This is an optimization exercise on Yosys and OpenROAD, whose aim is small area, a short achievable clock period and few clock cycles per item, not a production implementation.
At most, simulation tests tie the RTL to the original design; equivalence was not proved.

## lp_div
module lp_div (
    input  wire        clk,
    input  wire        rst,         
    input  wire        start,       
    input  wire        signed_op,   
    input  wire [31:0] dividend,    
    input  wire [31:0] divisor,     
    output wire        in_ready,
    output reg         done,
    output reg  [31:0] quotient,
    output reg  [31:0] remainder,
    output reg         dz,          
    output reg         ov           
);
clock: 5.0 ns
lec_check: 0
abc_area: 1
cap_margin: 20
core_margin: 2
core_utilization: 55
setup_slack_margin: 2.0
slew_margin: 20
tns_end_percent: 0
run.sh (not shown) runs the stock make flow with config.mk's settings and CLKGATE_MAP_FILE= SYNTH_SCRIPT=/design/flow/synth_recipe.tcl, a recipe that flattens the netlist after the stock synthesis.
Edit:
--- a/flow/design.v
+++ b/flow/design.v
@@ -143,20 +143,19 @@
     reg [31:0] b_d;         
     reg [31:0] b_q;         
     reg        b_nq, b_nr, b_dz, b_ov;
     reg        b_pos;       
     reg [31:0] o_rem;       
     reg        o_nq, o_nr, o_dz, o_ov;
     reg        o_done;
-    reg  r_ready;                             
     wire fin_it  = b_busy & (b_cnt == 4'd0);
     wire b_ready = ~b_busy | fin_it;          
     wire load    = a_vld & b_ready;
-    assign in_ready = r_ready;
-    wire take    = start & r_ready;
+    assign in_ready = ~a_vld | b_ready;
+    wire take    = start & in_ready;
     wire dvd_neg = signed_op & dividend[31];
     wire dsr_neg = signed_op & divisor[31];
     wire [6:0]  shd  = {1'b0, a_lzd} - {1'b0, a_lza};
     wire [5:0]  sh   = shd[5:0];              
     wire        qz   = shd[6];                
     wire        a_dz = a_lzd[5];
     wire        short = qz | a_dz;
@@ -177,29 +176,25 @@
     wire        f2 = r2[33];
     wire        f3 = ~r3[34];
     wire [31:0] rem_nx = f3 ? r3[31:0] : f2 ? r2[31:0] : f1 ? r1[31:0] : b_rem;
     wire [1:0]  dig    = {f2, f3 | (f1 & ~f2)};
     always @(posedge clk) begin
         if (rst) begin
             a_vld   <= 1'b0;
-            r_ready <= 1'b1;
             b_busy  <= 1'b0;
             b_short <= 1'b0;
             o_done  <= 1'b0;
             done    <= 1'b0;
         end else begin
             if (take) begin
                 a_vld <= 1'b1;
             end else if (load) begin
                 a_vld <= 1'b0;
             end
             b_busy  <= load ? ~short : (b_busy & (b_cnt != 4'd0));
-            r_ready <= ~(take | (a_vld & ~load))
-                     | (load ? (short | (sh[4:1] == 4'd0))
-                             : (~b_busy | (b_cnt == 4'd0) | (b_cnt == 4'd1)));
             b_short <= load & short;
             o_done  <= fin_it | b_short;
             done    <= o_done;
         end
         if (take) begin
             a_dvd <= cneg(dividend, dvd_neg);
             a_dsx <= divisor ^ {32{~dsr_neg}};
The changed run went through all stages and came out clean.
Clock-buffer cell count came out higher by 5.
Cell area came out lower by 2.1%.
Hold slack gains 0.0099 ns.
Synthesized cell count came out lower by 1.3%.
Non-clock buffer count came out lower by 19.
Flip-flop and latch count came out lower by 1.
Testbench counts after the change, summed over its fixed seeds: cycles 11,027, divs 3,200.
Only the layout flow was run in the first run of this note; the RTL was not checked for function there.


== old ==
RTL: one of the versions met above, not the one the previous note started from.
Size in the first run: ~2700 cells after synthesis, about 140 I/O pins.
## lp_div
module lp_div (
    input  wire        clk,
    input  wire        rst,         
    input  wire        start,       
    input  wire        signed_op,   
    input  wire [31:0] dividend,    
    input  wire [31:0] divisor,     
    output wire        in_ready,
    output reg         done,
    output reg  [31:0] quotient,
    output reg  [31:0] remainder,
    output reg         dz,          
    output reg         ov           
);
clock: 5.0 ns
lec_check: 0
abc_area: 1
cap_margin: 20
core_margin: 2
core_utilization: 55
setup_slack_margin: 2.0
slew_margin: 20
tns_end_percent: 0
standard.sh (not shown) runs the stock make flow with config.mk's settings and CLKGATE_MAP_FILE= SYNTH_SCRIPT=/design/flow/synth_recipe.tcl, a recipe that flattens the netlist after the stock synthesis.
==> flow/flow/run.sh <==
#!/bin/bash
# The standard layout flow, unchanged except that the port buffers
# are the library's smallest plain buffer instead of a delay buffer.
# Every input and output port still gets its own buffer.
set -euo pipefail
export BUFFER_PORTS_ARGS="-buffer_cell sky130_fd_sc_hd__buf_2"
bash standard.sh > standard.log 2>&1
Testbench counts of old, summed over its fixed seeds: cycles 11,027, divs 3,200.
Setup changes, old to new
-- flow/design.v --
<<< old, line 148
    reg        o_nq, o_nr, o_dz, o_ov;
    reg        o_done;
    wire fin_it  = b_busy & (b_cnt == 4'd0);
    wire b_ready = ~b_busy | fin_it;          
    wire load    = a_vld & b_ready;
    assign in_ready = ~a_vld | b_ready;
    wire take    = start & in_ready;
    wire dvd_neg = signed_op & dividend[31];
    wire dsr_neg = signed_op & divisor[31];
>>> new, line 148
    reg        o_nq, o_nr, o_dz, o_ov;
    reg        o_done;
    reg  r_ready;                             
    wire fin_it  = b_busy & (b_cnt == 4'd0);
    wire b_ready = ~b_busy | fin_it;          
    wire load    = a_vld & b_ready;
    assign in_ready = r_ready;
    wire take    = start & r_ready;
    wire dvd_neg = signed_op & dividend[31];
    wire dsr_neg = signed_op & divisor[31];
<<< old, line 181
        if (rst) begin
            a_vld   <= 1'b0;
            b_busy  <= 1'b0;
            b_short <= 1'b0;
>>> new, line 182
        if (rst) begin
            a_vld   <= 1'b0;
            r_ready <= 1'b1;
            b_busy  <= 1'b0;
            b_short <= 1'b0;
<<< old, line 192
            end
            b_busy  <= load ? ~short : (b_busy & (b_cnt != 4'd0));
            b_short <= load & short;
            o_done  <= fin_it | b_short;
>>> new, line 194
            end
            b_busy  <= load ? ~short : (b_busy & (b_cnt != 4'd0));
            r_ready <= ~(take | (a_vld & ~load))
                     | (load ? (short | (sh[4:1] == 4'd0))
                             : (~b_busy | (b_cnt == 4'd0) | (b_cnt == 4'd1)));
            b_short <= load & short;
            o_done  <= fin_it | b_short;
<<< old, line 210
            b_dz  <= a_dz;
            b_ov  <= a_ov;
            b_pos <= a_pos;
        end
        b_rem   <= load ? a_dvd : rem_nx;
        b_d     <= load ? d_al  : {2'b11, b_d[31:2]};
        b_cnt   <= load ? sh[4:1] : b_cnt - 4'd1;
        b_first <= load;
        b_q     <= b_short ? {32{b_dz}}
                           : {b_q[29:0] & {30{~b_first}}, dig};
        o_rem   <= b_short ? b_rem : rem_nx;
        o_nq    <= b_nq;
        o_nr    <= b_nr;
>>> new, line 215
            b_dz  <= a_dz;
            b_ov  <= a_ov;
            b_pos <= a_pos & ~short;             
        end
        b_rem   <= load ? a_dvd : rem_nx;
        b_d     <= load ? (d_al & {32{~short}}) : {2'b11, b_d[31:2]};
        b_cnt   <= load ? sh[4:1] : b_cnt - 4'd1;
        b_first <= load;
        b_q     <= b_short ? {32{b_dz}}
                           : {b_q[29:0] & {30{~b_first}}, dig};
        o_rem   <= rem_nx;                   
        o_nq    <= b_nq;
        o_nr    <= b_nr;
Findings:
new finished every stage and its layout cleared the timing, DRC and antenna checks. new reports its critical path endpoint as b_rem[0] while old reports b_rem[16]. Relative to old, new degrades via count. new does worse than old on worst setup skew after layout. new against old: global-route usage went down by 0.55 points; critical path data arrival time saw little to no change; number of nets in the synthesized netlist picked up an extra 1.7%; data required time at the worst endpoint has decreased.
Only the layout flow was run in new; the RTL was not checked for function there.

-- afterwards: timing with drivers on the ports --
The results above use ideal ports. As a check the final layouts listed here were re-extracted and re-timed, cells and wires unchanged.
Step 1 assumes that a clkbuf_16 drives the clock port and a buf_2 every other input.
Step 2 adds t to the input delays and takes it off the output delays; t is the mean of the earliest and latest rising clock arrival at the registers after step 1. Input paths then give back, and output paths get back, about the clock's delay inside the block.
a / b / c = ideal / step 1 / step 2; a / b = the first two.
run | t, ns | slack for setup (ns) | pins driven straight from the clock port
the first run of note 1 | 0.606 | 1.895 / 1.895 / 1.387 | 1
the second run of note 1 | 0.585 | 1.958 / 1.940 / 1.476 | 1
old | 0.593 | 1.974 / 1.974 / 1.499 | 1
new | 0.604 | 1.937 / 1.937 / 1.510 | 1
After both steps every run listed still meets setup and hold. For the first run of note 1, which loses most, drivers alone change the setup slack by 0.000 ns; drivers and shift together by -0.508 ns.
